Background: an optimization exercise with open tools, aiming at small area, a short achievable clock period and few clock cycles. Do not read the settings as production practice. The RTL was checked by simulation tests, not by an equivalence proof against the original design. Power and IR drop assume default switching activity.

v49:
Design tumbler_sel, start of the top module:
module tumbler_sel (
    input  wire               clk,
    input  wire               rst,
    input  wire               wr_en,
    input  wire [4:0]         wr_pos,
    input  wire signed [23:0] wr_key,
    input  wire signed [7:0]  wr_temp,
    input  wire               wr_elig,
    input  wire               wr_fb,
    input  wire               wr_activate,
    input  wire               start,
    input  wire signed [15:0] lvl_n,
    input  wire [11:0]        lvl_f,
    input  wire signed [31:0] iarm,
    input  wire [7:0]         max_swap,
    input  wire [10:0]        f_dead,
    input  wire               therm_en,
    input  wire               frac_rotate,
    input  wire [15:0]        hyst,
    input  wire [7:0]         depth,
    input  wire               rate_en,
    input  wire [23:0]        credit_add,
    input  wire signed [7:0]  t0,
    input  wire [15:0]        gain,
    input  wire [15:0]        i_db,
    output reg                ready,
    output reg                done,
    output reg  [95:0]        cmd,
    output reg                out_pol,
    output reg  [5:0]         out_m,
    output reg  [11:0]        out_f,
    output reg                dir,
    output reg                pos_clamp,
    output reg                neg_clamp,
    output reg                frac_drop,
    output reg                frac_valid,
    output reg  [4:0]         frac_pos,
    output reg  [7:0]         swaps,
    output reg  [5:0]         healthy
);
export LEC_CHECK = 0
export CAP_MARGIN = 30
export CORE_MARGIN = 2
export CORE_UTILIZATION = 50
export PLACE_DENSITY = 0.65
export SLEW_MARGIN = 30
create_clock -name core_clock -period 110.0 [get_ports {clk}]
standard.sh (not shown) runs the stock make flow with config.mk's settings and CLKGATE_MAP_FILE= SYNTH_SCRIPT=/design/flow/synth_recipe.tcl, a recipe that flattens the netlist after the stock synthesis.
==> flow/flow/run.sh <==
#!/bin/bash
set -euo pipefail
export SETUP_SLACK_MARGIN=87
export MAX_REPAIR_ANTENNAS_ITER_DRT=20
bash standard.sh > standard.log 2>&1
v49 ended with every stage complete and zero timing, DRC or antenna violations.
Testbench counts of v49, summed over its fixed seeds: cycles 8,000.
Here is what was changed in the inputs of v13 compared with v49.
==> flow/run.sh (new file) <==
#!/bin/bash
# synth_recipe.tcl (not shown) runs the flow's synth.tcl, then flattens the netlist and writes it again
# the make line also repeats each setting of config.mk as NAME=value (left out here)
make -C /OpenROAD-flow-scripts/flow DESIGN_CONFIG=/design/flow/config.mk WORK_HOME=/design/flow/orfs CLKGATE_MAP_FILE= SYNTH_SCRIPT=/design/flow/synth_recipe.tcl finish
removed: flow/flow/run.sh
removed: flow/standard.sh
Notes after the runs:
Of v49 and v13, the run reporting the higher part of the total power dissipated in sequential elements was v13.
Looking at last weighted congestion value of the routability-driven placer, v13 sits about 0.6% below v49.
Cell depth of the worst flop-to-flop path (v13 vs. v49) increases by a few percent
Summary — non-clock buffer contribution to total cell area, v13 relative to v49: lower, by 0.58 points.
Routing usage on met2 ends up higher on v13.
Area taken by flip-flops and latches: higher on v49
Initial cell density of the core essentially unchanged between v49 and v13.
Comparing v49 and v13, the higher number of antenna violations at the first check in global routing was measured on v49.
Here is what was changed in the inputs of v14 compared with v13.
==> flow/flow/run.sh (new file) <==
#!/bin/bash
set -euo pipefail
export SETUP_SLACK_MARGIN=86
export MAX_REPAIR_ANTENNAS_ITER_DRT=20
bash standard.sh > standard.log 2>&1
==> flow/standard.sh (new file) <==
#!/bin/bash
# synth_recipe.tcl (not shown) runs the flow's synth.tcl, then flattens the netlist and writes it again
# the make line also repeats each setting of config.mk as NAME=value (left out here)
make -C /OpenROAD-flow-scripts/flow DESIGN_CONFIG=/design/flow/config.mk WORK_HOME=/design/flow/orfs CLKGATE_MAP_FILE= SYNTH_SCRIPT=/design/flow/synth_recipe.tcl "${@:-finish}"
removed: flow/run.sh
## What came out
- Shortest period the worst path allows (lower): v14
- From v13 to v14 the numbers moved as follows: share of the core filled with cells in the final layout level; tightest slew margin relative to the limit rose 0.53 points; cell count ~0 delta.
- The path type of the worst setup path comes out in2reg in one run and reg2out in the other, namely in v14 and v13 respectively.
- On sequential share of layout area, v13 tracks v14 almost exactly.

========
== indigo ==
tumbler_sel, a different RTL version from the one above (not shown whole).
Size: about 24000 cells after synthesis, about 3400 flip-flops, about 360 I/O pins.
export LEC_CHECK = 0
export CAP_MARGIN = 30
export CORE_MARGIN = 2
export CORE_UTILIZATION = 50
export PLACE_DENSITY = 0.65
export SLEW_MARGIN = 30
create_clock -name core_clock -period 110.0 [get_ports {clk}]
run.sh (not shown) runs the stock make flow with config.mk's settings and CLKGATE_MAP_FILE= SYNTH_SCRIPT=/design/flow/synth_recipe.tcl, a recipe that flattens the netlist after the stock synthesis.
Stock flow here: none of the scripts above is used.
indigo finished all stages; the layout is clean.
Testbench counts of indigo, summed over its fixed seeds: cycles 8,016.
What yarrow does differently from indigo at the input level:
==> flow/flow/run.sh (new file) <==
#!/bin/bash
# The standard layout (standard synthesis, floorplan, placement, clock
# tree, routing), with the timing repair asked to leave 86 ns of setup slack
# at the design's 110 ns clock, that is to reach a 24 ns period where it
# can. All output goes to standard.log here; ORFS keeps its per-step logs
# under orfs/logs.
set -euo pipefail
export SETUP_SLACK_MARGIN=86
bash standard.sh > standard.log 2>&1
==> flow/standard.sh (new file) <==
#!/bin/bash
# synth_recipe.tcl (not shown) runs the flow's synth.tcl, then flattens the netlist and writes it again
# the make line also repeats each setting of config.mk as NAME=value (left out here)
make -C /OpenROAD-flow-scripts/flow DESIGN_CONFIG=/design/flow/config.mk WORK_HOME=/design/flow/orfs CLKGATE_MAP_FILE= SYNTH_SCRIPT=/design/flow/synth_recipe.tcl "${@:-finish}"
removed: flow/run.sh
==> comparison <==
Total power was higher in the run labelled yarrow. [yarrow] met2 layer wire length in the routed design rose about 2.5% relative to indigo. yarrow reports a higher setup slack than indigo does. yarrow against indigo: proportion of power drawn by combinational gates increased 0.9 points, first-pass GRT wire length rose by about 0.8%. Result for yarrow and indigo: all clean.
## Diff of input files: onyx against yarrow
==> flow/flow/run.sh <==
#!/bin/bash
# The standard layout (standard synthesis, floorplan, placement, clock
# tree, routing), with the timing repair asked to leave 85 ns of setup slack
# at the design's 110 ns clock, that is to reach a 25 ns period where it
# can. All output goes to standard.log here; ORFS keeps its per-step logs
# under orfs/logs.
set -euo pipefail
export SETUP_SLACK_MARGIN=85
bash standard.sh > standard.log 2>&1
[summary]
On clock power, yarrow and onyx are basically level.
Logic depth of the worst setup path including buffers sits lower in onyx than in yarrow.
Compared with yarrow, in onyx post-route minimum period saw an increase, worst hold margin saw little to no change, post-route fraction of the period consumed by the critical path saw little to no change.
yarrow → onyx: share of total power in combinational logic has decreased, met3 wirelength from detailed routing has decreased.

========
Another version of the RTL of tumbler_sel (not shown whole).
Size in the first run: ~24000 cells after synthesis, roughly 3300 flip-flops.
Settings: LEC_CHECK=0, CAP_MARGIN=30, CORE_MARGIN=2, CORE_UTILIZATION=55, PLACE_DENSITY=0.7, SLEW_MARGIN=30; clock period 110.0 ns.
standard.sh (not shown) runs the stock make flow with config.mk's settings and CLKGATE_MAP_FILE= SYNTH_SCRIPT=/design/flow/synth_recipe.tcl, a recipe that flattens the netlist after the stock synthesis.
==> flow/flow/run.sh <==
#!/bin/bash
set -euo pipefail
export SETUP_SLACK_MARGIN=86
export MAX_REPAIR_ANTENNAS_ITER_DRT=20
bash standard.sh > standard.log 2>&1
The baseline completed with no timing, DRC or antenna violations.
Testbench counts at the start, summed over its fixed seeds: cycles 7,998.
Edit:
- CORE_UTILIZATION: 55 -> 50
- PLACE_DENSITY: 0.7 -> 0.65
What happened: Fmax hardly moves. Utilization falls by 5.6 points. Sequential power hardly moves.

[separate check: timing with driven ports]
The results above use ideal ports. As a check the final layouts listed here were re-extracted and re-timed, cells and wires unchanged.
Step 1: set_driving_cell puts a clkbuf_16 on clk and a buf_2 on each other input, an assumption about the parent block.
Step 2 moves the port delays by t, midway between the first and last clock arrival at a register: inputs arrive t later, outputs are due t later. That takes back most of the time a late clock gives input paths.
Slacks: no drivers / after step 1 / after step 2; pairs: no drivers / after step 1.
| run | shift t [ns] | slack for setup (ns) | worst hold slack (ns) |
|---|---|---|---|
| v49 | 1.230 | 85.819 / 85.917 / 84.688 | 0.457 / 0.457 / 0.457 |
| v13 | 1.202 | 85.260 / 85.119 / 84.458 | 0.458 / 0.458 / 0.458 |
| v14 | 1.210 | 85.940 / 85.817 / 84.816 | 0.454 / 0.454 / 0.454 |
| indigo | 1.206 | 82.497 / 82.608 / 81.402 | 0.450 / 0.450 / 0.450 |
| yarrow | 1.192 | 84.568 / 84.648 / 83.456 | 0.455 / 0.455 / 0.455 |
| onyx | 1.171 | 84.455 / 84.557 / 83.386 | 0.456 / 0.456 / 0.456 |
| the first run of note 3 | 1.202 | 85.174 / 85.262 / 84.060 | 0.469 / 0.469 / 0.469 |
| the second run of note 3 | 1.193 | 85.180 / 85.264 / 84.071 | 0.456 / 0.456 / 0.456 |
After both steps setup and hold are still met in every run listed. For v49, which loses most, drivers alone change the setup slack by +0.098 ns; drivers and shift together by -1.131 ns.
